This is an optimization exercise on Yosys and OpenROAD, whose aim is small area, a short achievable clock period and few clock cycles, not a production implementation. Function was checked by simulation only, so behaviour that the tests miss may differ from the original.

### design/flow/config.mk
export PLATFORM = sky130hd
export DESIGN_NAME = clover_chain
export DESIGN_NICKNAME = clover_chain
export VERILOG_FILES = /design/flow/design.v
export SDC_FILE = /design/flow/constraint.sdc
export NUM_CORES = 8
export LEC_CHECK = 0
export ABC_AREA = 1
export CAP_MARGIN = 40
export CORE_MARGIN = 2
export CORE_UTILIZATION = 40
export SLEW_MARGIN = 30
### design/flow/constraint.sdc
create_clock -name core_clock -period 70.0 [get_ports {clk}]
set_input_delay 14.0000 -clock core_clock [delete_from_list [all_inputs] [get_ports {clk}]]
set_output_delay 14.0000 -clock core_clock [all_outputs]
set_load 0.01 [all_outputs]
### design/flow/design.v
module clover_chain (
    input  wire         clk,
    input  wire         rst,           
    input  wire         clear,         
    input  wire         start,         
    output wire         ready,
    input  wire [15:0]  in_y,          
    input  wire [15:0]  in_r,          
    input  wire [15:0]  in_f,          
    input  wire [15:0]  in_cout,       
    input  wire         in_fb,         
    input  wire         in_preload,    
    input  wire [2:0]   in_hstage,     
    input  wire         in_slewing,    
    input  wire         in_clamp_pos,  
    input  wire         in_clamp_neg,  
    output wire [2:0]   cfg_sel,       
    input  wire [15:0]  cfg_op,        
    input  wire [255:0] cfg_par,       
    output reg          done,
    output reg  [15:0]  out_b,         
    output reg  [3:0]   out_sat        
);
    reg  [2:0] ph;
    reg        ph7;         
    reg  [2:0] sel;         
    reg        run;         
    reg  [7:0] valid;
    reg        rdy;         
    assign ready   = rdy;
    assign cfg_sel = sel;
    wire take = ph7 && start && !clear;
    reg signed [15:0] a_y, a_r, a_f, a_cout, a_e;
    reg        a_fb, a_pre, a_slew, a_cp, a_cn;
    reg [2:0]  a_hs;
    wire [15:0] in_e = in_r - in_y;
    wire signed [16:0] a_cf = {a_cout[15], a_cout} - {a_f[15], a_f};
    reg [11:0]  c_op;
    reg [255:0] c_par;
    wire [3:0] op = c_op[11:8];
    wire [3:0] sa = c_op[7:4];
    wire [3:0] sb = c_op[3:0];
    wire signed [15:0] p1  = c_par[ 15:  0];
    wire signed [15:0] p2  = c_par[ 31: 16];
    wire signed [15:0] p3  = c_par[ 47: 32];
    wire signed [15:0] p4  = c_par[ 63: 48];
    wire signed [15:0] p5  = c_par[ 79: 64];
    wire signed [15:0] p6  = c_par[ 95: 80];
    wire signed [15:0] p7  = c_par[111: 96];
    wire signed [15:0] p8  = c_par[127:112];
    wire signed [15:0] p9  = c_par[143:128];
    wire signed [15:0] p10 = c_par[159:144];
    reg is_gain, is_sum, is_pid, is_bq, is_ll, is_lim, is_rate, is_lut, is_db, is_sel, is_st, is_nz;
    reg is_alu;                        
    reg pid_pre;                       
    reg [12:0] m1sn, m1sb, m2s;        
    reg        m2pre;                  
    reg [15:0] m1c, m2c, kc;           
    reg [12:0] kxs;                    
    reg [12:0] lxs;                    
    wire [3:0] nop = cfg_op[15:12];
    wire act = run && is_nz;
    reg [95:0] ring [0:6];
    reg        vcur;        
    wire [95:0] hw = vcur ? ring[0] : 96'd0;
    wire signed [15:0] h_x = hw[15:0];
    wire signed [39:0] h_b = hw[55:16];
    wire signed [39:0] h_a = hw[95:56];
    reg [15:0] lring [0:7];
    reg signed [15:0] prev;           
    reg        anynz;
    reg [3:0]  satcnt;
    reg [12:0] xs, zs;
    wire [7:0] vnx = (clear || rst) ? 8'd0 : (valid | ({7'd0, act} << ph));
    function [12:0] srcdec;
        input [3:0] s;
        input [7:0] v;
        input [2:0] hd;                   
        reg [2:0] j;
        begin
            j = s[2:0] - hd;
            srcdec = 13'd0;
            case (s)
                4'h0: srcdec[0] = 1'b1;
                4'h1: srcdec[1] = 1'b1;
                4'h2: srcdec[2] = 1'b1;
                4'h3: srcdec[3] = 1'b1;
                4'h4: srcdec[4] = 1'b1;
                4'h8, 4'h9, 4'hA, 4'hB, 4'hC, 4'hD, 4'hE, 4'hF:
                    srcdec[5 + j] = v[s[2:0]];
                default: ;
            endcase
        end
    endfunction
    function [15:0] srcmux;
        input [12:0] s;
        input        nz;
        input [15:0] pv, e, y, r, f, l0, l1, l2, l3, l4, l5, l6, l7;
        begin
            srcmux = ({16{s[0]}} & pv) | ({16{s[1]}} & e) |
                     ({16{s[2]}} & y) | ({16{s[3]}} & r) | ({16{s[4]}} & f) |
                     ({16{s[5]}} & l0) | ({16{s[6]}} & l1) | ({16{s[7]}} & l2) | ({16{s[8]}} & l3) |
                     ({16{s[9]}} & l4) | ({16{s[10]}} & l5) | ({16{s[11]}} & l6) | ({16{s[12]}} & l7);
        end
    endfunction
    wire signed [15:0] x = srcmux(xs, anynz, prev, a_e, a_y, a_r, a_f,
                                  lring[0], lring[1], lring[2], lring[3], lring[4], lring[5], lring[6], lring[7]);
    wire signed [15:0] z = srcmux(zs, anynz, prev, a_e, a_y, a_r, a_f,
                                  lring[0], lring[1], lring[2], lring[3], lring[4], lring[5], lring[6], lring[7]);
    wire [2:0]  shv = is_pid ? p10[2:0] : is_gain ? p2[2:0] : 3'd0;
    wire [3:0]  kk  = 4'd15 - {1'b0, shv};
    wire [42:0] rc  = 43'd1 << (kk - 4'd1);
    wire [15:0] lx = srcmux(lxs, anynz, prev, a_e, a_y, a_r, a_f,
                            lring[0], lring[1], lring[2], lring[3], lring[4], lring[5], lring[6], lring[7]);
    wire [3:0]  ln = {~lx[15], lx[14:12]};
    wire [11:0] lr = lx[11:0];
    wire        lb = (lr < {ln, ln, ln}) || (ln == 4'd15);
    wire [15:0] lbase = {lr, 4'd0} - {4'd0, lr} + {12'd0, ln} - {ln, 12'd0};
    wire        lxm = (lx == 16'h7FFF);
    reg [15:0] lq0, lq1, lq2;
    integer lj;
    always @* begin
        lq0 = 16'd0;
        lq1 = 16'd0;
        lq2 = 16'd0;
        for (lj = 0; lj < 16; lj = lj + 1) begin
            if (lj > 0)  lq0 = lq0 | ({16{ln == lj}} & c_par[16*lj-16 +: 16]);
            lq1 = lq1 | ({16{ln == lj}} & c_par[16*lj +: 16]);
            if (lj < 15) lq2 = lq2 | ({16{ln == lj}} & c_par[16*lj+16 +: 16]);
        end
    end
    wire [15:0] lp1 = lb ? lq0 : lq1;                  
    wire [16:0] lda = {lq1[15], lq1} - {lq0[15], lq0};
    wire [16:0] ldb = {lq2[15], lq2} - {lq1[15], lq1};
    wire [16:0] ldp = lb ? lda : ldb;                  
    wire signed [15:0] xp = pid_pre ? h_x : x;
    wire [15:0] m2x = srcmux(m2s, anynz, prev, a_e, a_y, a_r, a_f,
                             lring[0], lring[1], lring[2], lring[3], lring[4], lring[5], lring[6], lring[7])
                      | ({16{m2pre}} & h_x);
    wire [16:0] m2m = {m2x[15], m2x};
    wire [8*43-1:0] m2r;
    wire [42:0]     m2k;
    cc_booth #(.CW(16), .MW(17), .OW(43), .SH(0)) u_m2 (
        .c(m2c), .m(m2m), .neg(1'b0), .rows(m2r), .corr(m2k));
    wire [42:0] ydk = is_pid ? {{3{h_a[39]}}, h_a} : (is_bq || is_ll) ? {{3{h_b[39]}}, h_b} : 43'd0;
    wire [40:0] vs, vc;
    cc_csa #(.N(10), .W(41)) u_tv (.in({ydk[40:0], m2k[40:0], m2r[7*43 +: 41], m2r[6*43 +: 41],
        m2r[5*43 +: 41], m2r[4*43 +: 41], m2r[3*43 +: 41], m2r[2*43 +: 41], m2r[43 +: 41], m2r[0 +: 41]}),
        .s(vs), .c(vc));
    wire [15:0] m1xn = srcmux(m1sn, anynz, prev, a_e, a_y, a_r, a_f,
                              lring[0], lring[1], lring[2], lring[3], lring[4], lring[5], lring[6], lring[7]);
    wire [15:0] m1xb = srcmux(m1sb, anynz, prev, a_e, a_y, a_r, a_f,
                              lring[0], lring[1], lring[2], lring[3], lring[4], lring[5], lring[6], lring[7]);
    wire [16:0] m1m = {m1xb, 1'b0} | {m1xn[15], m1xn};
    wire [8*43-1:0] m1r;
    wire [42:0]     m1k;
    cc_booth #(.CW(16), .MW(17), .OW(43), .SH(0)) u_m1 (
        .c(m1c), .m(m1m), .neg(1'b0), .rows(m1r), .corr(m1k));
    wire [42:0] yrc = rc;
    wire [42:0] ts, tc;
    cc_csa #(.N(20), .W(43)) u_tt (.in({ydk, yrc, m2k, m1k, m2r, m1r}), .s(ts), .c(tc));
    wire [40:0] vsum = vs + vc;
    wire        wpos = is_pid && (vsum[40:39] == 2'b01);
    wire        wneg = is_pid && (vsum[40:39] == 2'b10);
    wire [39:0] pdn  = vsum[39:0];
    wire signed [31:0] ist = h_b[31:0];
    wire signed [31:0] pil = {p8[15], p8, 15'd0};
    wire signed [31:0] pih = {p9[15], p9, 15'd0};
    wire signed [31:0] icl = !vcur ? 32'sd0 : (ist < pil) ? pil : (ist > pih) ? pih : ist;
    wire signed [31:0] pka = pid_pre ? pil : icl;
    wire [42:0] k1 = is_pid ? {{11{pka[31]}}, pka} : 43'd0;
    wire [42:0] k2 = {{11{pih[31]}}, pih};
    wire [42:0] y1s = ts ^ tc ^ k1;
    wire [42:0] y1c = ((ts & tc) | (ts & k1) | (tc & k1)) << 1;
    wire [42:0] y2s = ts ^ tc ^ k2;
    wire [42:0] y2c = ((ts & tc) | (ts & k2) | (tc & k2)) << 1;
    wire [42:0] y1r = y1s + y1c;
    wire [42:0] y2r = y2s + y2c;
    wire [2:0]  wadj = {2'b00, wneg} - {2'b00, wpos};
    wire signed [42:0] y1 = {y1r[42:40] + wadj, y1r[39:0]};
    wire signed [42:0] y2 = {y2r[42:40] + wadj, y2r[39:0]};
    wire signed [42:0] pcf  = $signed(a_cf) <<< kk;
    wire signed [42:0] pcfr = pcf | $signed(rc);
    wire signed [42:0] phs  = ($signed(p7) <<< kk) | $signed(rc);
    wire signed [42:0] pls  = ($signed(p6) <<< kk) | $signed(rc);
    wire [42:0] e1c = y1r + ~pcfr;         
    wire [42:0] e2c = y2r - pcfr;
    wire [42:0] e1h = y1r + ~phs;
    wire [42:0] e1l = y1r - pls;
    wire [42:0] e2h = y2r + ~phs;
    wire [42:0] e2l = y2r - pls;
    wire [2:0]  t1c = e1c[42:40] + wadj;
    wire [2:0]  t2c = e2c[42:40] + wadj;
    wire [2:0]  t1h = e1h[42:40] + wadj;
    wire [2:0]  t1l = e1l[42:40] + wadj;
    wire [2:0]  t2h = e2h[42:40] + wadj;
    wire [2:0]  t2l = e2l[42:40] + wadj;
    wire pc1 = !t1c[2];                    
    wire pc2 = t2c[2];                     
    wire d1h = !t1h[2];
    wire d1l = t1l[2];
    wire d2h = !t2h[2];
    wire d2l = t2l[2];
    wire dch = a_cf > p7;
    wire dcl = a_cf < p6;
    wire ps1 = !pid_pre || pc1;
    wire ps2 = !ps1 && pc2;
    wire pdh = ps1 ? d1h : ps2 ? d2h : dch;
    wire pdl = ps1 ? d1l : ps2 ? d2l : dcl;
    wire [42:0] y1sh = y1r >> kk;
    wire [42:0] y2sh = y2r >> kk;
    wire [15:0] pr   = ps1 ? y1sh[15:0] : ps2 ? y2sh[15:0] : a_cf[15:0];
    wire signed [15:0] pid_y = pdh ? p7 : pdl ? p6 : pr;
    wire signed [16:0] pdi  = {p9[15], p9} - {p8[15], p8};    
    wire signed [31:0] pmid = pcf[31:0] + rc[31:0] + pil - y1r[31:0];
    wire signed [31:0] pip  = !pid_pre ? icl : pc1 ? pil : pc2 ? pih : pmid;
    wire [42:0] y1rsh = y1r >> kk;
    wire [15:0] vr   = y1rsh[15:0];
    wire [42:0] ysx  = y1r ^ {43{y1r[42]}};
    wire [42:0] ysm  = ysx >> ({1'b0, kk} + 5'd15);
    wire gs_ovf = (ysm != 43'd0);
    wire fq_neg = y1r[39] && (y1r[38:14] != 25'd0);
    wire fq_hi  = !fq_neg && (y1r[39:30] != 10'd0);
    wire fq_lo  = fq_neg && (y1r[39:30] != 10'h3FF);
    wire st_hi  = (is_bq || is_ll) ? fq_hi : (gs_ovf && !y1r[42]);
    wire st_lo  = (is_bq || is_ll) ? fq_lo : (gs_ovf && y1r[42]);
    wire st_sat = is_st && (st_hi || st_lo);
    wire signed [15:0] st_y = st_hi ? 16'sh7FFF : st_lo ? 16'sh8000 : vr;
    wire [15:0] kx  = srcmux(kxs, anynz, prev, a_e, a_y, a_r, a_f,
                             lring[0], lring[1], lring[2], lring[3], lring[4], lring[5], lring[6], lring[7])
                      | ({16{is_bq}} & h_x);
    wire [17:0] lmc = is_lut ? {2'b00, lbase} : {{2{kc[15]}}, kc};
    wire [16:0] lmm = is_lut ? ldp : {kx[15], kx};
    wire [9*35-1:0] lmr;
    wire [34:0]     lmk;
    cc_booth #(.CW(18), .MW(17), .OW(35), .SH(0)) u_ml (
        .c(lmc), .m(lmm), .neg(1'b0), .rows(lmr), .corr(lmk));
    wire        lbl = is_lut && lb;
    wire [34:0] lcb = lbl ? ~{{18{ldp[16]}}, ldp} : 35'd0;
    wire [34:0] lcx = (is_lut && lxm) ? {{2{ldp[16]}}, ldp, 16'd0} : 35'd0;
    wire [34:0] lcn = is_lut ? {19'd0, 15'd16380, lbl} : 35'd0;
    wire [34:0] lzs, lzc;
    cc_csa #(.N(13), .W(35)) u_tl (.in({lcx, lcb, lcn, lmk, lmr}), .s(lzs), .c(lzc));
    wire [34:0] lz = lzs + lzc;
    wire signed [17:0] lh = lz[33:16];
    wire [19:0] le0 = {{2{lh[17]}}, lh} + {4'd0, lz[15:0]};
    wire [19:0] le1 = {{2{lh[17]}}, lh} + {4'd0, lz[15:0]} - 20'd65535;
    wire lg_p = !le1[19];
    wire lg_n = le0[19];
    wire [15:0] lph  = lp1 + lh[15:0];
    wire [15:0] lphp = lp1 + lh[15:0] + 16'd1;
    wire [15:0] lphm = lp1 + lh[15:0] - 16'd1;
    wire signed [15:0] lut_y = lg_p ? lphp : lg_n ? lphm : lph;
    wire signed [16:0] ryr = h_x + p1;         
    wire signed [16:0] ryf = h_x - p2;         
    wire signed [16:0] q1 = is_rate ? ryr : is_sel ? {z[15], z} : {p1[15], p1};
    wire signed [16:0] q2 = is_rate ? ryf : is_db ? -{p1[15], p1} : {p2[15], p2};
    wire signed [17:0] c1 = {{2{x[15]}}, x} - {q1[16], q1};
    wire signed [17:0] c2 = {{2{x[15]}}, x} - {q2[16], q2};
    wire c1n = c1[17];
    wire c1p = !c1[17] && (c1 != 18'sd0);
    wire c2n = c2[17];
    wire c2p = !c2[17] && (c2 != 18'sd0);
    reg signed [15:0] alu_y;
    always @* begin
        if (is_lim)
            alu_y = c1n ? p1 : c2p ? p2 : x;
        else if (is_db)
            alu_y = c1p ? c1[15:0] : c2n ? c2[15:0] : 16'sd0;
        else if (is_rate)
            alu_y = c1p ? ryr[15:0] : c2n ? ryf[15:0] : x;
        else if (p1 == 16'sd0)
            alu_y = c1n ? x : z;
        else if (p1 == 16'sd1)
            alu_y = c1p ? x : z;
        else
            alu_y = a_fb ? x : z;
    end
    wire signed [15:0] y_out = ({16{is_st}} & st_y) | ({16{is_pid}} & pid_y) |
                               ({16{is_lut}} & lut_y) | ({16{is_alu}} & alu_y);
    wire ki_nz  = (p2 != 16'sd0) && (x != 16'sd0);
    wire ki_neg = p2[15] ^ x[15];
    wire p_omit = a_slew || (a_cp && ki_nz && !ki_neg) || (a_cn && ki_nz && ki_neg);
    reg        u_bq, u_ll, u_pid, u_rate;
    reg [15:0] u_x;
    reg [39:0] u_a;                   
    reg [42:0] u_b;                   
    reg [31:0] u_i;                   
    reg        u_dh, u_dl;
    reg [15:0] u_c1, u_c2, u_c3, u_umx, u_umn;
    reg        u_s1, u_s2;            
    reg [16:0] u_cf, u_di;            
    reg [31:0] u_k;                   
    reg        u_om;                  
    reg [2:0]  u_sh;
    wire [39:0] u_acc = u_a - 40'd16384;
    wire [39:0] uma   = u_pid ? u_a : u_acc;
    wire [3:0]  ukk   = 4'd15 - {1'b0, u_sh};
    wire [42:0] urc   = 43'd1 << (ukk - 4'd1);
    wire [15:0] uum   = u_dh ? u_umx : u_umn;
    wire [42:0] uums  = (({{27{uum[15]}}, uum}) << ukk) | urc;
    wire [42:0] ucfr  = (({{26{u_cf[16]}}, u_cf}) << ukk) | urc;
    wire [42:0] uxa   = (u_s1 || u_s2) ? u_b : ucfr;
    wire [42:0] uxb   = u_s2 ? {{11{u_di[16]}}, u_di, 15'd0} : 43'd0;
    wire [42:0] udl   = uxa + uxb - uums;
    wire [40:0] umb   = u_pid ? udl[40:0] : u_b[40:0];    
    wire [15:0] ucb   = (u_pid && !(u_dh || u_dl)) ? 16'd0 : u_c2;
    wire [8*55-1:0] uar;
    wire [54:0]     uak;
    cc_booth #(.CW(16), .MW(40), .OW(55), .SH(0)) u_ma (
        .c(u_c1), .m(uma), .neg(!u_pid), .rows(uar), .corr(uak));
    wire [8*55-1:0] usr;
    wire [54:0]     usk;
    cc_booth #(.CW(16), .MW(16), .OW(55), .SH(15)) u_sa (
        .c(u_c3), .m(u_x), .neg(u_pid), .rows(usr), .corr(usk));
    wire [54:0] ucl = u_ll ? 55'd32767 : 55'd0;
    wire [54:0] uas, uac;
    cc_csa #(.N(19), .W(55)) u_ta (.in({ucl, usk, uak, usr, uar}), .s(uas), .c(uac));
    wire [54:0] asum = uas + uac;
    wire [8*57-1:0] ubr;
    wire [56:0]     ubk;
    cc_booth #(.CW(16), .MW(41), .OW(57), .SH(0)) u_mb (
        .c(ucb), .m(umb), .neg(1'b1), .rows(ubr), .corr(ubk));
    wire [56:0] bxk = (u_pid && u_om) ? 57'd0 : {{10{u_k[31]}}, u_k, 15'd0};
    wire [56:0] bx1 = u_pid ? {{10{u_i[31]}}, u_i, 15'd0} : u_bq ? 57'd16383 : 57'd0;
    wire [56:0] bxs = u_bq ? {2'd0, uas} : 57'd0;
    wire [56:0] bxc = u_bq ? {2'd0, uac} : 57'd0;
    wire [56:0] ubs, ubc;
    cc_csa #(.N(13), .W(57)) u_tb (.in({bxc, bxs, bx1, bxk, ubk, ubr}), .s(ubs), .c(ubc));
    wire [56:0] bsum = ubs + ubc;
    wire [41:0] bsh  = bsum[56:15];
    wire        bovf = (bsh[41:31] != {11{bsh[41]}});
    wire [31:0] inew = bovf ? {bsh[41], {31{!bsh[41]}}} : bsh[31:0];
    reg [95:0] u_word;
    always @* begin
        if (u_bq)
            u_word = {u_acc, bsum[53:14], u_x};
        else if (u_ll)
            u_word = {u_a, asum[54:15], u_x};
        else if (u_pid)
            u_word = {asum[54:15], {8{inew[31]}}, inew, u_x};
        else
            u_word = {u_a, u_b[39:0], u_x};
    end
    wire        nz_nx  = !ph7 && (anynz || act);
    wire [12:0] xs_nx  = srcfix(srcdec(cfg_op[11:8], vnx, sel), nz_nx);
    wire [12:0] zs_nx  = srcfix(srcdec(cfg_op[7:4], vnx, sel), nz_nx);
    wire        pre_nx = ph7 ? (in_preload && (in_hstage == 3'd0)) : (a_pre && (a_hs == sel));
    function [12:0] srcfix;
        input [12:0] s;
        input        nz;
        srcfix = {s[12:2], s[1] | (s[0] & !nz), s[0] & nz};
    endfunction
    integer i;
    always @(posedge clk) begin
        c_op  <= cfg_op[15:4];
        c_par <= cfg_par;
        is_gain <= (nop == 4'h1);
        is_sum  <= (nop == 4'h2);
        is_pid  <= (nop == 4'h3);
        is_bq   <= (nop == 4'h4);
        is_ll   <= (nop == 4'h5);
        is_lim  <= (nop == 4'h6);
        is_rate <= (nop == 4'h7);
        is_lut  <= (nop == 4'h8);
        is_db   <= (nop == 4'h9);
        is_sel  <= (nop >= 4'hA);
        is_st   <= (nop == 4'h1) || (nop == 4'h2) || (nop == 4'h4) || (nop == 4'h5);
        is_alu  <= (nop == 4'h6) || (nop == 4'h7) || (nop >= 4'h9);
        is_nz   <= (nop != 4'h0);
        xs      <= xs_nx;
        pid_pre <= pre_nx;
        m1sn    <= (nop == 4'h4) ? 13'd0 : xs_nx;
        m1sb    <= (nop == 4'h4) ? xs_nx : 13'd0;
        m2s     <= (nop == 4'h2) ? zs_nx : ((nop == 4'h3) && !pre_nx) ? xs_nx : 13'd0;
        m2pre   <= (nop == 4'h3) && pre_nx;
        m1c     <= ((nop >= 4'h1) && (nop <= 4'h5)) ? cfg_par[15:0] : 16'd0;
        m2c     <= (nop == 4'h2) ? cfg_par[31:16] : (nop == 4'h3) ? cfg_par[47:32] : 16'd0;
        kc      <= (nop == 4'h3) ? cfg_par[31:16] : (nop == 4'h4) ? cfg_par[47:32] : 16'd0;
        kxs     <= (nop == 4'h3) ? xs_nx : 13'd0;
        lxs     <= (nop == 4'h8) ? xs_nx : 13'd0;
        zs      <= zs_nx;
        for (i = 0; i < 6; i = i + 1)
            ring[i] <= ring[i + 1];
        ring[6] <= u_word;
        for (i = 0; i < 7; i = i + 1)
            lring[i] <= lring[i + 1];
        lring[7] <= act ? y_out : lring[0];
        u_bq   <= act && is_bq;
        u_ll   <= act && is_ll;
        u_pid  <= act && is_pid;
        u_rate <= act && is_rate;
        u_x    <= (act && is_rate) ? alu_y : (act && (is_bq || is_ll || is_pid)) ? x : h_x;
        u_a    <= (act && is_pid) ? pdn : (act && (is_bq || is_ll)) ? y1[39:0] : h_a;
        u_b    <= (act && is_pid) ? y1 : (act && is_bq) ? {{3{h_a[39]}}, h_a} : {{3{h_b[39]}}, h_b};
        u_i    <= is_pid ? pip : {{16{h_x[15]}}, h_x};
        u_dh   <= pdh;
        u_dl   <= pdl;
        u_c1   <= is_ll ? p3 : p4;
        u_c2   <= p5;
        u_c3   <= is_pid ? p3 : p2;
        u_k    <= lz[31:0];
        u_om   <= p_omit;
        u_umx  <= p7;
        u_umn  <= p6;
        u_s1   <= ps1;
        u_s2   <= ps2;
        u_cf   <= a_cf;
        u_di   <= pdi;
        u_sh   <= p10[2:0];
        if (ph7) begin
            a_y <= in_y; a_r <= in_r; a_f <= in_f; a_cout <= in_cout; a_e <= in_e;
            a_fb <= in_fb; a_pre <= in_preload; a_hs <= in_hstage; a_slew <= in_slewing;
            a_cp <= in_clamp_pos; a_cn <= in_clamp_neg;
        end
        done <= 1'b0;
        if (act) begin
            prev   <= y_out;
            anynz  <= 1'b1;
            satcnt <= satcnt + {3'd0, st_sat};
            valid[ph] <= 1'b1;
        end
        if (ph7) begin
            done    <= run;
            out_b   <= act ? y_out : anynz ? prev : 16'sd0;
            out_sat <= satcnt + {3'd0, act && st_sat};
            run     <= take;
            anynz   <= 1'b0;
            satcnt  <= 4'd0;
        end
        ph  <= ph + 3'd1;
        ph7 <= (ph == 3'd6);
        rdy <= (sel == 3'd7);
        sel <= ph + 3'd2;
        vcur <= vnx[sel];
        if (clear || rst) begin
            valid <= 8'd0;
            ph    <= 3'd7;
            ph7   <= 1'b1;
            rdy   <= 1'b1;
            sel   <= 3'd0;
            vcur  <= 1'b0;
        end
        if (rst) begin
            run  <= 1'b0;
            done <= 1'b0;
        end
    end
endmodule
module cc_booth #(parameter CW = 16, parameter MW = 16, parameter OW = 34, parameter SH = 0) (
    input  wire [CW-1:0]          c,
    input  wire [MW-1:0]          m,
    input  wire                   neg,
    output wire [(CW/2)*OW-1:0]   rows,
    output wire [OW-1:0]          corr
);
    localparam ND = CW / 2;
    wire [CW:0] ce = {c, 1'b0};
    wire [MW:0] m1 = {m[MW-1], m};
    wire [MW:0] m2 = {m, 1'b0};
    wire [ND-1:0] ng;
    genvar i;
    generate
        for (i = 0; i < ND; i = i + 1) begin : dg
            wire [2:0] d = ce[2*i +: 3];
            wire [2:0] e = d ^ {3{neg}};
            reg [MW:0] v;
            always @* begin
                case (e)
                    3'b001, 3'b010: v = m1;
                    3'b011:         v = m2;
                    3'b100:         v = ~m2;
                    3'b101, 3'b110: v = ~m1;
                    default:        v = {(MW+1){1'b0}};
                endcase
            end
            assign ng[i] = e[2] & ~(e[1] & e[0]);
            wire [MW+1:0] r = {~v[MW], v[MW-1:0]};
            wire [OW+MW+2+2*ND+SH:0] rs = {{(OW+2*ND+SH+1){1'b0}}, r} << (2*i + SH);
            assign rows[i*OW +: OW] = rs[OW-1:0];
        end
    endgenerate
    function [OW-1:0] kconst;
        input integer dummy;
        integer j;
        reg [OW+MW+2*ND+SH+2:0] k;
        begin
            k = 0;
            for (j = 0; j < ND; j = j + 1)
                k = k - ({{(OW+MW+2*ND+SH+2){1'b0}}, 1'b1} << (MW + 2*j + SH));
            kconst = k[OW-1:0];
        end
    endfunction
    wire [OW+2*ND+SH+1:0] ngv;
    generate
        for (i = 0; i < ND; i = i + 1) begin : ngb
            assign ngv[2*i+SH] = ng[i];
            assign ngv[2*i+SH+1] = 1'b0;
        end
        if (SH > 0) begin : lo
            assign ngv[SH-1:0] = {SH{1'b0}};
        end
        assign ngv[OW+2*ND+SH+1:2*ND+SH] = {(OW+2){1'b0}};
    endgenerate
    assign corr = kconst(0) | ngv[OW-1:0];
endmodule
module cc_csa #(parameter N = 9, parameter W = 34) (
    input  wire [N*W-1:0] in,
    output wire [W-1:0]   s,
    output wire [W-1:0]   c
);
    function integer rows_at;
        input integer lvl;
        integer i, n;
        begin
            n = N;
            for (i = 0; i < lvl; i = i + 1)
                n = (n / 3) * 2 + (n % 3);
            rows_at = n;
        end
    endfunction
    function integer levels;
        input integer dummy;
        integer n, l;
        begin
            n = N;
            l = 0;
            while (n > 2) begin
                n = (n / 3) * 2 + (n % 3);
                l = l + 1;
            end
            levels = l;
        end
    endfunction
    localparam L = levels(0);
    wire [N*W-1:0] lv [0:L];
    assign lv[0] = in;
    genvar l, g;
    generate
        for (l = 0; l < L; l = l + 1) begin : lev
            localparam NI = rows_at(l);
            localparam NG = NI / 3;
            localparam NR = NI % 3;
            for (g = 0; g < NG; g = g + 1) begin : grp
                wire [W-1:0] a = lv[l][(3*g)*W +: W];
                wire [W-1:0] b = lv[l][(3*g+1)*W +: W];
                wire [W-1:0] d = lv[l][(3*g+2)*W +: W];
                wire [W-1:0] mj = (a & b) | (a & d) | (b & d);
                assign lv[l+1][(2*g)*W +: W] = a ^ b ^ d;
                assign lv[l+1][(2*g+1)*W +: W] = {mj[W-2:0], 1'b0};
            end
            for (g = 0; g < NR; g = g + 1) begin : pas
                assign lv[l+1][(2*NG+g)*W +: W] = lv[l][(3*NG+g)*W +: W];
            end
            if (2*NG+NR < N) begin : fill
                assign lv[l+1][N*W-1:(2*NG+NR)*W] = {((N-2*NG-NR)*W){1'b0}};
            end
        end
    endgenerate
    assign s = lv[L][W-1:0];
    generate
        if (rows_at(L) > 1) begin : two
            assign c = lv[L][2*W-1:W];
        end else begin : one
            assign c = {W{1'b0}};
        end
    endgenerate
endmodule
### design/flow/run.sh
#!/bin/bash
# synth_recipe.tcl (not shown) runs the flow's synth.tcl, then flattens the netlist and writes it again
# the make line also repeats each setting of config.mk as NAME=value (left out here)
make -C /OpenROAD-flow-scripts/flow DESIGN_CONFIG=/design/flow/config.mk WORK_HOME=/design/flow/orfs CLKGATE_MAP_FILE= SYNTH_SCRIPT=/design/flow/synth_recipe.tcl finish
==> results of run 1 <==
[cells in the mapped netlist (25+ instances only)]
cell type	number	area, um^2
dfxtp_1	1519	30400
a22oi_1	244	1830
a21o_1	55	413
xnor2_1	151	1320
o2111ai_1	122	1070
or2_2	76	475
inv_1	4014	15100
o211ai_1	170	1280
o221ai_1	386	3380
nand2_1	4288	16100
ha_1	1470	18400
a2111oi_0	25	219
a211oi_1	56	420
o22ai_1	1026	6420
edfxtp_1	124	3720
nor3_1	157	786
mux2i_1	28	280
o21bai_1	52	390
nor2_1	1436	5390
a221oi_1	556	4870
nand3b_1	31	233
a21oi_1	1333	6670
o21a_1	51	383
fa_1	1531	30600
clkbuf_1	1116	4190
nand2_2	31	194
buf_1	94	353
nand4_1	204	1280
a22o_1	116	1020
inv_2	30	113
clkinv_1	65	244
nand3_1	835	4180
xor2_1	300	2630
o21ai_0	1457	7290
a31oi_1	105	657
nor4_1	63	394
a221o_1	183	1830
o21ai_1	69	345
buf_2	50	250
[cell type report]
type	instances	area share [%]
inverter	4111	7.83
clock buffer	257	2.74
sequential	1643	17.3
clock inverter	84	0.584
multi-input combinational	16800	62.6
tap	5904	3.75
timing repair buffer	1151	5.10
antenna	89	0.113
[per-layer routing]
metal	track usage, %	routed length, um	vias up
li1	-	-	80800
met1	59.2	422000	90400
met2	62.7	412000	12200
met3	13.9	125000	2361
met4	30.9	88000	50
met5	0	344	-
[final timing paths]
kind / start / endpoint
max: lxs[8]$_SDFF_PN0_ / out_b[5]$_DFFE_PP_
min: ring[2][81]$_DFF_P_ / ring[1][81]$_DFF_P_
max reg2reg: lxs[8]$_SDFF_PN0_ / out_b[5]$_DFFE_PP_
min reg2reg: ring[2][81]$_DFF_P_ / ring[1][81]$_DFF_P_
[through the flow]
step	cells	cell area (um^2)
3_5_place_dp	29600	190000
3_3_place_gp	29500	189000
6_report	30100	197000
2_1_floorplan	23900	177000
4_1_cts	29900	196000
5_1_grt	30000	197000
[worst max-delay path: cells and delay by family, from the launching register on]
family          cells  cell delay (ns)
compound gates     18             4.85
xor+xnor            2             0.96
fa+ha+maj           8             3.68
buf+inv            12             2.59
flops               1             0.50
simple gates       30             5.05
[logic make-up after synthesis]
group           after synthesis  synth area share [%]
simple gates               7225                  16.9
buf+inv                    5404                  11.6
xor+xnor                    456                  2.28
other cells                   2               0.00424
compound gates             6097                  22.2
fa+ha+maj                  3002                  27.7
flops                      1643                  19.3
mux                          28                 0.158
[state kept, by name (all words and copies together) (netlist names), 17 cells and up]
name and count:
c_par 256, lring 128, ring 672, u_a 40
u_b 41, u_cf 17, u_di 17, u_i 32
u_k 32
==> flow_metrics.py, run 1 <==
metrics = {
    "run_status": {
        "status": "timing/DRC/antenna clean",
    },
    "routing": {
        "via_count": 186000,
        "drtAntennaViolNets": 0,
        "wl_per_cell_um": 34.8,
        "wl_um": 1050000,
        "drtPass1Iterations": 9,
        "drc": 0,
        "viasPerCell": 6.18,
        "drtIter0Drc": 27400,
    },
    "min_path": {
        "min_path_type": "register to register",
        "hold_depth": 0,
    },
    "global_routing": {
        "grt_overflow": 0,
        "grt_first_pass_wirelength_um": 1410000,
        "grt_use_total_pct": 45.0,
        "grt_antenna_before_repair": 131,
        "grt_max_degree": 75,
        "grt_pass1_vias": 173000,
    },
    "layout": {
        "mostFrequentLayoutCells": "nand2_1, inv_1, fa_1",
        "drive_above_1_share_pct": 6.14,
        "layout_commonest_cell": "nand2_1",
        "n_fill_cell": 45800,
        "area_growth_pct": 11.3,
        "multi_input_area_um2": 123000,
        "seqCellArea_um2": 34200,
        "finish.utilization_pct": 44.7,
        "nNetsFinal": 27300,
    },
    "place": {
        "portBuffers": 368,
        "dp_slack_ns": 52.72,
        "dpl.hpwl_um": 850000,
        "gp_congestion": 1.10,
    },
    "setup_path": {
        "worst_ep_required_time_ns": 70.69,
        "path_max_fanout": 37,
        "crit_slowest_cell": "xor2_1",
        "start_kind": "register",
        "crit_path_frequent_cell": "nand2_1",
        "setup.worst_path.end_class": "register",
        "reg2reg_slack_ns": 51.92,
        "cp.arrival_ns": 18.77,
        "slowest_delay_ns": 0.75,
        "r2r_cells": 70,
        "crit_type": "register to register",
    },
    "die": {
        "initial_core_util_pct": 40.1,
        "ios": 373,
        "core_um2": 441000,
        "rows": 244,
        "die_y_um": 670,
        "die_area_um2": 448000,
        "die_w_um": 670,
    },
    "clock_tree": {
        "clockBufferDepth": 4,
        "cts_resized": 0,
        "clk_transition_reported_paths_ns": 0.06,
        "cts_sinks": 1643,
        "numCtsBuffers": 186,
        "hold_buffers": 0,
        "clock-root-buffer": "clkbuf_16",
        "postCtsSetupBuffers": 0,
        "htreeDepth": 4,
        "cts_tree": "built",
        "clk_latency_ns": 0.97,
    },
    "yosys": {
        "synth_ff_type": "dfxtp_1",
        "synth.avg_cell_area_um2": 7.43,
        "seq_area_frac_synth_pct": 19.3,
        "synth_seq_cells": 1643,
        "syn_area_um2": 177000,
        "netlist_instances": 23900,
        "ys_types": 86,
        "yosys_warnings": 13,
        "synth_edf_count": 124,
        "synthArstFlopShare_pct": 0,
    },
    "sta": {
        "worst_slack_ns": 51.92,
        "post-route-min-period_ns": 18.09,
        "setup_violations": 0,
        "fin_tns_setup_ns": 0,
        "rsz0062_at_grt": "false",
        "whs_ns": 0.261,
        "slew_violations": 0,
        "worstMarginPinSlew_ns": 1.19,
        "hold_viol": 0,
        "relSlewSlack_pct": 20.8,
        "max_freq_ghz": 0.0553,
        "fin_crit_sh_pct": 25.8,
        "skew_ns": 0.107,
    },
    "flow_run": {
        "drv_cap": 0,
    },
}
Testbench counts, summed over its fixed seeds: cycles 49,400.
==> run 2, diff against run 1 <==
--- a/design/flow/design.v
+++ b/design/flow/design.v
@@ -56,7 +56,9 @@
     reg [12:0] m1sn, m1sb, m2s;        
     reg        m2pre;                  
+    reg        kbq;                    
     reg [15:0] m1c, m2c, kc;           
     reg [12:0] kxs;                    
     reg [12:0] lxs;                    
+    reg        dka, dkb;               
     wire [3:0] nop = cfg_op[15:12];
     wire act = run && is_nz;
@@ -137,5 +139,5 @@
     wire [15:0] m2x = srcmux(m2s, anynz, prev, a_e, a_y, a_r, a_f,
                              lring[0], lring[1], lring[2], lring[3], lring[4], lring[5], lring[6], lring[7])
-                      | ({16{m2pre}} & h_x);
+                      | ({16{m2pre}} & ring[0][15:0]);
     wire [16:0] m2m = {m2x[15], m2x};
     wire [8*43-1:0] m2r;
@@ -143,5 +145,7 @@
     cc_booth #(.CW(16), .MW(17), .OW(43), .SH(0)) u_m2 (
         .c(m2c), .m(m2m), .neg(1'b0), .rows(m2r), .corr(m2k));
-    wire [42:0] ydk = is_pid ? {{3{h_a[39]}}, h_a} : (is_bq || is_ll) ? {{3{h_b[39]}}, h_b} : 43'd0;
+    wire [39:0] r0a = ring[0][95:56];
+    wire [39:0] r0b = ring[0][55:16];
+    wire [42:0] ydk = ({43{dka}} & {{3{r0a[39]}}, r0a}) | ({43{dkb}} & {{3{r0b[39]}}, r0b});
     wire [40:0] vs, vc;
     cc_csa #(.N(10), .W(41)) u_tv (.in({ydk[40:0], m2k[40:0], m2r[7*43 +: 41], m2r[6*43 +: 41],
@@ -214,5 +218,5 @@
     wire signed [16:0] pdi  = {p9[15], p9} - {p8[15], p8};    
     wire signed [31:0] pmid = pcf[31:0] + rc[31:0] + pil - y1r[31:0];
-    wire signed [31:0] pip  = !pid_pre ? icl : pc1 ? pil : pc2 ? pih : pmid;
+    wire signed [31:0] pip  = !pid_pre ? icl : pmid;    
     wire [42:0] y1rsh = y1r >> kk;
     wire [15:0] vr   = y1rsh[15:0];
@@ -229,5 +233,5 @@
     wire [15:0] kx  = srcmux(kxs, anynz, prev, a_e, a_y, a_r, a_f,
                              lring[0], lring[1], lring[2], lring[3], lring[4], lring[5], lring[6], lring[7])
-                      | ({16{is_bq}} & h_x);
+                      | ({16{kbq}} & ring[0][15:0]);
     wire [17:0] lmc = is_lut ? {2'b00, lbase} : {{2{kc[15]}}, kc};
     wire [16:0] lmm = is_lut ? ldp : {kx[15], kx};
@@ -291,4 +295,6 @@
     reg        u_s1, u_s2;            
     reg [16:0] u_cf, u_di;            
+    reg        u_p1, u_p2;            
+    reg [15:0] u_il, u_ih;            
     reg [31:0] u_k;                   
     reg        u_om;                  
@@ -323,5 +329,6 @@
         .c(ucb), .m(umb), .neg(1'b1), .rows(ubr), .corr(ubk));
     wire [56:0] bxk = (u_pid && u_om) ? 57'd0 : {{10{u_k[31]}}, u_k, 15'd0};
-    wire [56:0] bx1 = u_pid ? {{10{u_i[31]}}, u_i, 15'd0} : u_bq ? 57'd16383 : 57'd0;
+    wire [31:0] uip = u_p1 ? {u_il[15], u_il, 15'd0} : u_p2 ? {u_ih[15], u_ih, 15'd0} : u_i;
+    wire [56:0] bx1 = u_pid ? {{10{uip[31]}}, uip, 15'd0} : u_bq ? 57'd16383 : 57'd0;
     wire [56:0] bxs = u_bq ? {2'd0, uas} : 57'd0;
     wire [56:0] bxc = u_bq ? {2'd0, uac} : 57'd0;
@@ -374,5 +381,6 @@
         m1sb    <= (nop == 4'h4) ? xs_nx : 13'd0;
         m2s     <= (nop == 4'h2) ? zs_nx : ((nop == 4'h3) && !pre_nx) ? xs_nx : 13'd0;
-        m2pre   <= (nop == 4'h3) && pre_nx;
+        m2pre   <= (nop == 4'h3) && pre_nx && vnx[sel];
+        kbq     <= (nop == 4'h4) && vnx[sel];
         m1c     <= ((nop >= 4'h1) && (nop <= 4'h5)) ? cfg_par[15:0] : 16'd0;
         m2c     <= (nop == 4'h2) ? cfg_par[31:16] : (nop == 4'h3) ? cfg_par[47:32] : 16'd0;
@@ -405,4 +413,8 @@
         u_umn  <= p6;
         u_s1   <= ps1;
+        u_p1   <= pid_pre && pc1;
+        u_p2   <= pid_pre && !pc1 && pc2;
+        u_il   <= p8;
+        u_ih   <= p9;
         u_s2   <= ps2;
         u_cf   <= a_cf;
@@ -434,4 +446,6 @@
         sel <= ph + 3'd2;
         vcur <= vnx[sel];
+        dka  <= vnx[sel] && (nop == 4'h3);
+        dkb  <= vnx[sel] && ((nop == 4'h4) || (nop == 4'h5));
         if (clear || rst) begin
             valid <= 8'd0;
@@ -441,4 +455,6 @@
             sel   <= 3'd0;
             vcur  <= 1'b0;
+            dka   <= 1'b0;
+            dkb   <= 1'b0;
         end
         if (rst) begin
--- a/design/flow/config.mk
+++ b/design/flow/config.mk
@@ -7,6 +7,6 @@
 export LEC_CHECK = 0
 export ABC_AREA = 1
-export CAP_MARGIN = 40
+export CAP_MARGIN = 50
 export CORE_MARGIN = 2
 export CORE_UTILIZATION = 40
-export SLEW_MARGIN = 30
+export SLEW_MARGIN = 50
==> run 2 against run 1 <==
First-iteration DRC count is 2.4% higher; area after synthesis is 0.94% higher; flip-flop and latch count is 36 higher; clock-buffer cell count is 21 lower; synthesized cell count is 1.2% higher.
==> flow_metrics.py, run 2 <==
metrics = {
    "run_status": {
        "status": "timing/DRC/antenna clean",
    },
    "yosys": {
        "yosysMostFrequentCell": "nand2_1",
        "seq_area_frac_synth_pct": 19.5,
        "synth.avg_cell_area_um2": 7.41,
        "synthArstFlopShare_pct": 0,
        "synth_area_leaders": "dfxtp_1, fa_1, ha_1",
        "synth-compound-area-share_pct": 21.4,
        "synth_top_cell_by_area": "dfxtp_1",
        "synth_fa_ha_area_share_pct": 27.4,
        "syn_area_um2": 179000,
        "synth_ff_type": "dfxtp_1",
        "synth_mux_area_share_pct": 0.146,
        "synth_edf_count": 124,
        "netlist_instances": 24100,
        "synth-xor-area-share_pct": 2.08,
        "yosys_warnings": 13,
        "synth_top_area_share_pct": 17.4,
        "synth_seq_cells": 1679,
        "ys_types": 85,
        "synth_common_cells": "nand2_1, inv_1, dfxtp_1, fa_1, ha_1",
        "synth_top_family_by_area": "adder cells",
        "yosys.area_share.simple_pct": 17.8,
    },
    "die": {
        "die_y_um": 673,
        "die_area_um2": 452000,
        "rows": 245,
        "initial_core_util_pct": 40.2,
        "die_w_um": 673,
        "core_um2": 445000,
        "ios": 373,
    },
    "routing": {
        "drc": 0,
        "viasPerCell": 6.19,
        "via_count": 188000,
        "drtAntennaViolNets": 0,
        "drtIter0Drc": 28000,
        "wl_per_cell_um": 34.7,
        "drtPass1Iterations": 9,
        "wl_um": 1050000,
    },
    "setup_path": {
        "cp.arrival_ns": 18.61,
        "crit_type": "register to register",
        "worst_ep_required_time_ns": 70.74,
        "slowest_delay_ns": 0.79,
        "setup.worst_path.end_class": "register",
        "crit_slowest_cell": "dfxtp_1",
        "path_max_fanout": 23,
        "start_kind": "register",
        "reg2reg_slack_ns": 52.13,
        "crit_path_frequent_cell": "nand2_1",
    },
    "sta": {
        "skew_ns": 0.157,
        "fin_tns_setup_ns": 0,
        "max_freq_ghz": 0.0560,
        "post-route-min-period_ns": 17.87,
        "rsz0062_at_grt": "false",
        "worstMarginPinSlew_ns": 0.954,
        "worst_slack_ns": 52.13,
        "slew_violations": 0,
        "fin_crit_sh_pct": 25.5,
        "relSlewSlack_pct": 36.2,
        "hold_viol": 0,
        "setup_violations": 0,
    },
    "layout": {
        "finalInstanceArea_um2": 198000,
        "drive_above_1_share_pct": 6.51,
        "area_growth_pct": 10.9,
        "n_fill_cell": 46100,
        "largest-register": "ring",
        "layout_commonest_cell": "nand2_1",
        "nNetsFinal": 27500,
        "largest_reg_flops": 672,
        "top_regs": "ring x672, c_par x256, lring x128",
        "mostFrequentLayoutCells": "nand2_1, inv_1, fa_1, dfxtp_1, ha_1",
    },
    "global_routing": {
        "grt_max_degree": 86,
        "grt_pass1_vias": 174000,
        "grt_overflow": 0,
        "grt_first_pass_wirelength_um": 1420000,
        "grt_antenna_before_repair": 106,
        "grt_use_total_pct": 45.0,
    },
    "place": {
        "placed_area_um2": 191000,
        "portBuffers": 368,
        "dpl.hpwl_um": 861000,
        "dp_slack_ns": 52.73,
        "gp_congestion": 1.10,
    },
    "clock_tree": {
        "cts_tree": "built",
        "clockBufferDepth": 4,
        "clk_latency_ns": 1.02,
        "numCtsBuffers": 189,
        "cts_resized": 0,
        "hold_buffers": 0,
        "htreeDepth": 4,
        "clk_transition_reported_paths_ns": 0.07,
        "clock-root-buffer": "clkbuf_16",
        "cts_sinks": 1679,
        "postCtsSetupBuffers": 0,
    },
    "flow_run": {
        "drv_cap": 0,
    },
    "min_path": {
        "min_path_type": "register to register",
    },
}
run 2: cell types whose count changed after synthesis, moves of 32 or more:
cell      before   now
nor2_1      1436  1369
nand3_1      835   925
o21ai_0     1457  1420
o211ai_1     170   224
nand2_1     4288  4538
inv_1       4014  4071
dfxtp_1     1519  1555
o22ai_1     1026   994
a21oi_1     1333  1282
nor3_1       157   204
run 2: cell families (layout without fill, tap and decap cells):
logic type / Yosys count / after routing
and+or+nand+nor: 7608 / 7608
AOI/OAI and AO/OA: 5943 / 5943
buffers and inverters: 5468 / 5567
adders and majority gates: 3000 / 3000
DFF: 1679 / 1679
xor gates and xnor gates: 423 / 423
muxes: 26 / 26
other: 2 / 139
run 2: final cells by class:
cell class / instances / area (um^2) / share of cell area [%]
diodes: 106 / 265 / 0.134
clock buffers: 236 / 5320 / 2.68
clock inverters: 110 / 1300 / 0.657
inverters: 4182 / 15700 / 7.93
multi-input cells: 17000 / 125000 / 62.8
flip-flops and latches: 1679 / 34900 / 17.6
well taps: 5928 / 7420 / 3.74
repair buffers: 1039 / 8850 / 4.46
run 2: final timing paths:
path,depth (start not counted),end,start
worst max-delay path,57,out_b[9]$_DFFE_PP_,m2s[4]$_DFF_P_
worst min-delay path,0,ring[1][9]$_DFF_P_,ring[2][9]$_DFF_P_
worst max register to register,57,out_b[9]$_DFFE_PP_,m2s[4]$_DFF_P_
worst min register to register,0,ring[1][9]$_DFF_P_,ring[2][9]$_DFF_P_
run 2: metrics by stage:
step                hold slack, ns  instances  utilization (%)
floorplan                    0.310      24200                -
detailed placement           0.312      29900             43.0
finish                       0.238      30300             44.6
global placement             0.310      29800             42.7
global route                 0.260      30200             44.5
CTS                          0.267      30200             44.5
run 2: per-layer routing:
layer  vias to the layer above  global-route usage, %  routed length [um]  share of wire (%)
met1                     91500                   60.5              430000                 41
met5                         -                      0                 305              0.029
li1                      81400                      -                   -                  -
met3                      2206                   14.1              130000                 12
met2                     12500                   61.5              410000                 39
met4                        42                   29.6               83400                7.9
run 2: critical path, delay by kind of cell, from the launching register on:
family                   cells  cell delay [ns]
XOR/XNOR                     2             0.55
adder cells (fa/ha/maj)     10             5.04
AND/OR/NAND/NOR             23             4.59
flip-flops                   1             0.79
buffers and inverters       10             3.02
AO/OA/AOI/OAI               12             3.42
Testbench counts of run 2, summed over its fixed seeds: cycles 49,400.
==> run 3, diff against run 2 <==
--- a/design/flow/config.mk
+++ b/design/flow/config.mk
@@ -9,4 +9,4 @@
 export CAP_MARGIN = 50
 export CORE_MARGIN = 2
-export CORE_UTILIZATION = 40
+export CORE_UTILIZATION = 45
 export SLEW_MARGIN = 50
==> run 3 against run 2 <==
Flip-flop and latch count is the same; clock-buffer cell count stayed put; cell count is 2.4% lower; still clean on timing, DRC and antenna; global-route usage rose by 2.6 points; first-iteration DRC count rose by 11%; register-to-register slack better by 0.16 ns; area after synthesis unchanged; final area is 0.72% lower.
==> flow_metrics.py, run 3 <==
metrics = {
    "clock_tree": {
        "htreeDepth": 4,
        "clk_transition_reported_paths_ns": 0.06,
        "clk_latency_ns": 1.02,
        "clockBufferDepth": 4,
        "postCtsSetupBuffers": 0,
        "cts_sinks": 1679,
        "numCtsBuffers": 181,
        "hold_buffers": 0,
        "cts_resized": 0,
        "clock-root-buffer": "clkbuf_16",
        "cts_tree": "built",
    },
    "die": {
        "rows": 231,
        "die_w_um": 634,
        "core_um2": 396000,
        "initial_core_util_pct": 45.2,
        "ios": 373,
        "die_y_um": 634,
        "die_area_um2": 402000,
    },
    "place": {
        "placed_area_um2": 190000,
        "dpl.hpwl_um": 802000,
        "dp_cells": 29100,
        "gp_congestion": 1.12,
        "portBuffers": 368,
    },
    "routing": {
        "wl_met1_um": 385000,
        "drtAntennaViolNets": 0,
        "met3_length_um": 142000,
        "wl_um": 992000,
        "viasPerCell": 6.36,
        "drtIter0Drc": 31200,
        "wl_per_cell_um": 33.5,
        "met2_wirelength_um": 380000,
        "drtPass1Iterations": 14,
        "via_count": 188000,
        "highest_layer": "met5",
        "drc": 0,
    },
    "layout": {
        "stdcell_count": 29600,
        "largest_reg_flops": 672,
        "largest-register": "ring",
        "top_regs": "ring x672, c_par x256, lring x128",
        "drive_above_1_share_pct": 6.25,
        "finalInstanceArea_um2": 197000,
        "mostFrequentLayoutCells": "nand2_1, inv_1, dfxtp_1",
        "area_growth_pct": 10.1,
        "layout_commonest_cell": "nand2_1",
        "nNetsFinal": 27400,
    },
    "yosys": {
        "seq_area_frac_synth_pct": 19.5,
        "yosysMostFrequentCell": "nand2_1",
        "yosys_warnings": 13,
        "synth.avg_cell_area_um2": 7.41,
        "netlist_instances": 24100,
        "synth_area_leaders": "dfxtp_1, fa_1, ha_1",
        "synthArstFlopShare_pct": 0,
        "synth_common_cells": "nand2_1, inv_1, dfxtp_1, fa_1, ha_1",
        "ys_types": 85,
        "synth_top_area_share_pct": 17.4,
        "syn_area_um2": 179000,
        "synth_ff_type": "dfxtp_1",
        "synth_seq_cells": 1679,
        "synth_edf_count": 124,
        "synth_top_cell_by_area": "dfxtp_1",
    },
    "setup_path": {
        "slowest_delay_ns": 0.77,
        "start_kind": "register",
        "worst_ep_required_time_ns": 70.66,
        "cp.arrival_ns": 18.37,
        "setup.worst_path.end_class": "register",
        "path_max_fanout": 23,
        "crit_slowest_cell": "fa_1",
        "r2r_cells": 52,
        "crit_type": "register to register",
    },
    "min_path": {
        "hold_depth": 0,
        "min_path_type": "register to register",
    },
    "sta": {
        "post-route-min-period_ns": 17.70,
        "worstMarginPinSlew_ns": 0.906,
        "skew_ns": 0.165,
        "max_freq_ghz": 0.0565,
        "relSlewSlack_pct": 39.0,
        "slew_violations": 0,
        "fin_tns_setup_ns": 0,
        "hold_viol": 0,
        "whs_ns": 0.272,
        "rsz0062_at_grt": "false",
        "setup_violations": 0,
        "fin_crit_sh_pct": 25.3,
    },
    "global_routing": {
        "grt_first_pass_wirelength_um": 1340000,
        "grt_antenna_before_repair": 107,
        "grt_overflow": 0,
        "grt_pass1_vias": 171000,
        "grt_max_degree": 86,
        "grt_use_total_pct": 47.7,
    },
    "run_status": {
        "status": "timing/DRC/antenna clean",
    },
    "flow_run": {
        "drv_cap": 0,
    },
}
==> run 3: final timing paths <==
kind	from	end	slack, ns
worst max-delay path	m1sb[11]$_SDFF_PN0_	out_b[9]$_DFFE_PP_	52.30
worst min register to register	ring[1][21]$_DFF_P_	ring[0][21]$_DFF_P_	0.27
worst max register to register	m1sb[11]$_SDFF_PN0_	out_b[9]$_DFFE_PP_	52.30
worst min-delay path	ring[1][21]$_DFF_P_	ring[0][21]$_DFF_P_	0.27
==> run 3: layer usage <==
| layer | track usage (%) | up-vias |
|---|---|---|
| met5 | 0.543 | - |
| met4 | 32.7 | 58 |
| met3 | 18.1 | 2574 |
| met2 | 64.2 | 13500 |
| met1 | 62.3 | 90500 |
| li1 | - | 81300 |
==> run 3: per-stage QoR <==
step | utilization, % | setup slack [ns]
2_1_floorplan | - | 53.94
3_3_place_gp | 47.8 | 51.98
3_5_place_dp | 48.0 | 52.67
4_1_cts | 49.6 | 53.14
5_1_grt | 49.7 | 52.26
6_report | 49.8 | 52.30
==> run 3: logic make-up after synthesis <==
logic type               synth area share, %
adder cells (fa/ha/maj)                 27.4
AO/OA/AOI/OAI                           21.4
multiplexers                           0.146
AND/OR/NAND/NOR                         17.8
XOR/XNOR                                2.08
other                                0.00420
buffers and inverters                   11.6
flip-flops                              19.5
==> run 3: final cells by class <==
class                   instances  area (um^2)
multi-input cells           17000       125000
fillers                     40000       199000
clock buffers                 236         5090
repair buffers               1021         8690
clock inverters                92         1150
inverters                    4182        15700
flip-flops and latches       1679        34900
well taps                    5242         6560
diodes                         94          235
==> run 3: critical path, delay by kind of cell (launching register included) <==
kind	cells	cell delay [ns]
XOR/XNOR	2	0.79
AO/OA/AOI/OAI	10	2.85
AND/OR/NAND/NOR	20	4.55
buffers and inverters	9	3.19
flip-flops	1	0.55
adder cells (fa/ha/maj)	11	5.24
==> run 4, diff against run 3 <==
--- a/design/flow/design.v
+++ b/design/flow/design.v
@@ -54,10 +54,7 @@
     reg is_alu;                        
     reg pid_pre;                       
-    reg [12:0] m1sn, m1sb, m2s;        
     reg        m2pre;                  
     reg        kbq;                    
     reg [15:0] m1c, m2c, kc;           
-    reg [12:0] kxs;                    
-    reg [12:0] lxs;                    
     reg        dka, dkb;               
     wire [3:0] nop = cfg_op[15:12];
@@ -113,11 +110,9 @@
     wire [3:0]  kk  = 4'd15 - {1'b0, shv};
     wire [42:0] rc  = 43'd1 << (kk - 4'd1);
-    wire [15:0] lx = srcmux(lxs, anynz, prev, a_e, a_y, a_r, a_f,
-                            lring[0], lring[1], lring[2], lring[3], lring[4], lring[5], lring[6], lring[7]);
-    wire [3:0]  ln = {~lx[15], lx[14:12]};
-    wire [11:0] lr = lx[11:0];
+    wire [3:0]  ln = {~x[15], x[14:12]};
+    wire [11:0] lr = x[11:0];
     wire        lb = (lr < {ln, ln, ln}) || (ln == 4'd15);
     wire [15:0] lbase = {lr, 4'd0} - {4'd0, lr} + {12'd0, ln} - {ln, 12'd0};
-    wire        lxm = (lx == 16'h7FFF);
+    wire        lxm = (x == 16'sh7FFF);
     reg [15:0] lq0, lq1, lq2;
     integer lj;
@@ -137,8 +132,6 @@
     wire [16:0] ldp = lb ? lda : ldb;                  
     wire signed [15:0] xp = pid_pre ? h_x : x;
-    wire [15:0] m2x = srcmux(m2s, anynz, prev, a_e, a_y, a_r, a_f,
-                             lring[0], lring[1], lring[2], lring[3], lring[4], lring[5], lring[6], lring[7])
-                      | ({16{m2pre}} & ring[0][15:0]);
-    wire [16:0] m2m = {m2x[15], m2x};
+    wire [16:0] m2m = is_sum ? {z[15], z} : !pid_pre ? {x[15], x} :
+                      m2pre ? {ring[0][15], ring[0][15:0]} : 17'd0;
     wire [8*43-1:0] m2r;
     wire [42:0]     m2k;
@@ -152,9 +145,5 @@
         m2r[5*43 +: 41], m2r[4*43 +: 41], m2r[3*43 +: 41], m2r[2*43 +: 41], m2r[43 +: 41], m2r[0 +: 41]}),
         .s(vs), .c(vc));
-    wire [15:0] m1xn = srcmux(m1sn, anynz, prev, a_e, a_y, a_r, a_f,
-                              lring[0], lring[1], lring[2], lring[3], lring[4], lring[5], lring[6], lring[7]);
-    wire [15:0] m1xb = srcmux(m1sb, anynz, prev, a_e, a_y, a_r, a_f,
-                              lring[0], lring[1], lring[2], lring[3], lring[4], lring[5], lring[6], lring[7]);
-    wire [16:0] m1m = {m1xb, 1'b0} | {m1xn[15], m1xn};
+    wire [16:0] m1m = is_bq ? {x, 1'b0} : {x[15], x};
     wire [8*43-1:0] m1r;
     wire [42:0]     m1k;
@@ -231,9 +220,7 @@
     wire st_sat = is_st && (st_hi || st_lo);
     wire signed [15:0] st_y = st_hi ? 16'sh7FFF : st_lo ? 16'sh8000 : vr;
-    wire [15:0] kx  = srcmux(kxs, anynz, prev, a_e, a_y, a_r, a_f,
-                             lring[0], lring[1], lring[2], lring[3], lring[4], lring[5], lring[6], lring[7])
-                      | ({16{kbq}} & ring[0][15:0]);
     wire [17:0] lmc = is_lut ? {2'b00, lbase} : {{2{kc[15]}}, kc};
-    wire [16:0] lmm = is_lut ? ldp : {kx[15], kx};
+    wire [16:0] lmm = is_lut ? ldp : !is_bq ? {x[15], x} :
+                      kbq ? {ring[0][15], ring[0][15:0]} : 17'd0;
     wire [9*35-1:0] lmr;
     wire [34:0]     lmk;
@@ -378,7 +365,4 @@
         xs      <= xs_nx;
         pid_pre <= pre_nx;
-        m1sn    <= (nop == 4'h4) ? 13'd0 : xs_nx;
-        m1sb    <= (nop == 4'h4) ? xs_nx : 13'd0;
-        m2s     <= (nop == 4'h2) ? zs_nx : ((nop == 4'h3) && !pre_nx) ? xs_nx : 13'd0;
         m2pre   <= (nop == 4'h3) && pre_nx && vnx[sel];
         kbq     <= (nop == 4'h4) && vnx[sel];
@@ -386,6 +370,4 @@
         m2c     <= (nop == 4'h2) ? cfg_par[31:16] : (nop == 4'h3) ? cfg_par[47:32] : 16'd0;
         kc      <= (nop == 4'h3) ? cfg_par[31:16] : (nop == 4'h4) ? cfg_par[47:32] : 16'd0;
-        kxs     <= (nop == 4'h3) ? xs_nx : 13'd0;
-        lxs     <= (nop == 4'h8) ? xs_nx : 13'd0;
         zs      <= zs_nx;
         for (i = 0; i < 6; i = i + 1)
--- a/design/flow/config.mk
+++ b/design/flow/config.mk
@@ -9,4 +9,4 @@
 export CAP_MARGIN = 50
 export CORE_MARGIN = 2
-export CORE_UTILIZATION = 45
+export CORE_UTILIZATION = 40
 export SLEW_MARGIN = 50
==> run 4 against run 3 <==
Maximum frequency is 0.21% lower; critical path type unchanged; register-to-register slack lost 0.04 ns; sequential share of layout area is 0.065 points higher; largest cell class unchanged; area after synthesis fell by 5.1%; still clean on timing, DRC and antenna; synthesized cell count decreased by 7.6%; via count is 8.3% lower; global-route usage fell by 5.0 points; wire length shrank 4.0%.
==> flow_metrics.py, run 4 <==
metrics = {
    "die": {
        "initial_core_util_pct": 40.1,
        "core_um2": 423000,
        "die_w_um": 656,
        "rows": 239,
        "die_y_um": 656,
        "ios": 373,
        "die_area_um2": 430000,
    },
    "place": {
        "dp_slack_ns": 52.75,
        "portBuffers": 368,
        "dpl.hpwl_um": 791000,
        "gp_congestion": 1.09,
        "placed_area_um2": 182000,
    },
    "setup_path": {
        "path_max_fanout": 22,
        "crit_slowest_cell": "edfxtp_1",
        "setup.worst_path.end_class": "register",
        "cp.arrival_ns": 18.44,
        "worst_ep_required_time_ns": 70.69,
        "crit_path_frequent_cell": "nand2_1",
        "start_kind": "register",
        "slowest_delay_ns": 0.64,
        "crit_type": "register to register",
    },
    "layout": {
        "mostFrequentLayoutCells": "inv_1, nand2_1, fa_1",
        "largest-register": "ring",
        "finalInstanceArea_um2": 189000,
        "drive_above_1_share_pct": 6.55,
        "nNetsFinal": 25700,
        "largest_reg_flops": 672,
        "top_regs": "ring x672, c_par x256, lring x128",
        "layout_commonest_cell": "inv_1",
        "area_growth_pct": 11.3,
    },
    "sta": {
        "worst_slack_ns": 52.26,
        "hold_viol": 0,
        "worstMarginPinSlew_ns": 0.948,
        "fin_tns_setup_ns": 0,
        "post-route-min-period_ns": 17.74,
        "slew_violations": 0,
        "skew_ns": 0.130,
        "rsz0062_at_grt": "false",
        "whs_ns": 0.302,
        "fin_crit_sh_pct": 25.3,
        "relSlewSlack_pct": 36.6,
        "max_freq_ghz": 0.0564,
        "setup_violations": 0,
    },
    "routing": {
        "drtAntennaViolNets": 0,
        "drtIter0Drc": 25300,
        "drc": 0,
        "viasPerCell": 6.11,
        "wl_per_cell_um": 33.7,
        "drtPass1Iterations": 9,
        "wl_um": 952000,
        "via_count": 172000,
    },
    "yosys": {
        "seq_area_frac_synth_pct": 19.8,
        "synth_seq_cells": 1615,
        "yosysMostFrequentCell": "inv_1",
        "synth_common_cells": "inv_1, nand2_1, fa_1, dfxtp_1, ha_1",
        "synth_edf_count": 124,
        "synthArstFlopShare_pct": 0,
        "yosys_warnings": 13,
        "synth_top_area_share_pct": 18.1,
        "ys_types": 89,
        "synth_ff_type": "dfxtp_1",
        "synth_area_leaders": "fa_1, dfxtp_1, ha_1",
        "synth_top_cell_by_area": "fa_1",
        "synth.avg_cell_area_um2": 7.61,
        "syn_area_um2": 170000,
        "netlist_instances": 22300,
    },
    "clock_tree": {
        "cts_resized": 0,
        "clock-root-buffer": "clkbuf_16",
        "postCtsSetupBuffers": 0,
        "clk_transition_reported_paths_ns": 0.06,
        "numCtsBuffers": 180,
        "hold_buffers": 0,
        "clockBufferDepth": 4,
        "clk_latency_ns": 0.96,
        "cts_tree": "built",
        "cts_sinks": 1615,
        "htreeDepth": 4,
    },
    "global_routing": {
        "grt_first_pass_wirelength_um": 1290000,
        "grt_antenna_before_repair": 127,
        "grt_pass1_vias": 159000,
        "grt_use_total_pct": 42.7,
        "grt_overflow": 0,
        "grt_max_degree": 75,
    },
    "flow_run": {
        "drv_cap": 0,
    },
    "run_status": {
        "status": "timing/DRC/antenna clean",
    },
    "min_path": {
        "min_path_type": "register to register",
    },
}
run 4: worst paths after layout:
| path | from | endpoint | depth (start not counted) | slack [ns] |
|---|---|---|---|---|
| hold reg to reg | ring[3][13]$_DFF_P_ | ring[2][13]$_DFF_P_ | 0 | 0.30 |
| hold / removal | ring[3][13]$_DFF_P_ | ring[2][13]$_DFF_P_ | 0 | 0.30 |
| setup reg to reg | a_f[15]$_DFFE_PP_ | out_b[1]$_DFFE_PP_ | 69 | 52.26 |
| setup / recovery | a_f[15]$_DFFE_PP_ | out_b[1]$_DFFE_PP_ | 69 | 52.26 |
run 4: per-stage QoR:
step / util [%] / std cells
6_report: 44.7 / 28200
3_3_place_gp: 42.8 / 27800
2_1_floorplan: - / 22400
5_1_grt: 44.6 / 28200
4_1_cts: 44.5 / 28100
3_5_place_dp: 43.1 / 27800
run 4: cell families (layout without fill, tap and decap cells):
kind of cell | Yosys count | after routing | share of synthesized area, %
simple gates | 6250 | 6250 | 15.3
fa+ha+maj | 3001 | 3001 | 28.9
buf+inv | 5235 | 5386 | 11.7
xor+xnor | 471 | 471 | 2.46
compound gates | 5713 | 5713 | 21.7
flops | 1615 | 1615 | 19.8
other cells | 2 | 98 | 0.00442
mux | 35 | 35 | 0.206
run 4: cell type report:
class	instances	area, um^2
inverter	4102	15400
clock buffer	245	5220
multi-input combinational	15500	118000
clock inverter	86	888
sequential	1615	33600
antenna	65	163
timing repair buffer	953	8270
fill	43500	234000
tap	5663	7090
run 4: worst max-delay path: cells and delay by family, from the launching register on:
| family | cells | cell delay [ns] |
|---|---|---|
| AO/OA/AOI/OAI | 27 | 6.75 |
| XOR/XNOR | 2 | 0.62 |
| adder cells (fa/ha/maj) | 8 | 3.61 |
| buffers and inverters | 9 | 1.70 |
| flip-flops | 1 | 0.64 |
| AND/OR/NAND/NOR | 23 | 4.02 |
run 4: routing by layer:
metal | global-route usage [%] | routed length [um] | vias up | share of wire (%)
met1 | 58.0 | 392000 | 84300 | 41
met5 | 0 | 540 | - | 0.057
met2 | 58.9 | 373000 | 10800 | 39
met3 | 13.4 | 119000 | 1928 | 12
met4 | 24.8 | 68800 | 76 | 7.2
li1 | - | - | 75300 | -
Testbench counts of run 4, summed over its fixed seeds: cycles 49,400.

==> what the ideal ports hide <==
The flow's constraints put no driver on any port. The routed layouts listed below were extracted and timed again, unchanged, in two steps. Step 1 (the two cells are an assumption about what drives the block):
set clk [get_ports {clk}]
set_driving_cell -lib_cell sky130_fd_sc_hd__clkbuf_16 $clk
set_driving_cell -lib_cell sky130_fd_sc_hd__buf_2 [delete_from_list [all_inputs] $clk]
Step 2 adds t to the input delays and takes it off the output delays; t is the mean of the earliest and latest rising clock arrival at the registers after step 1. Input paths then give back, and output paths get back, about the clock's delay inside the block. Slacks: ideal ports / drivers / drivers and shift; pairs: ideal ports / drivers.
| run | shift t [ns] | slack for setup (ns) | hold WS [ns] | worst setup path after step 2 | clock arrival spread, ns |
|---|---|---|---|---|---|
| run 1 | 1.047 | 51.915 / 51.915 / 51.915 | 0.261 / 0.261 / 0.261 | register to register | 0.107 / 0.108 |
| run 2 | 1.069 | 52.132 / 52.132 / 52.132 | 0.238 / 0.238 / 0.238 | register to register | 0.157 / 0.157 |
| run 3 | 1.070 | 52.297 / 52.297 / 52.297 | 0.272 / 0.272 / 0.272 | register to register | 0.171 / 0.171 |
| run 4 | 1.032 | 52.259 / 52.259 / 52.259 | 0.302 / 0.302 / 0.302 | register to register | 0.136 / 0.137 |
After both steps setup and hold are still met in every run listed.
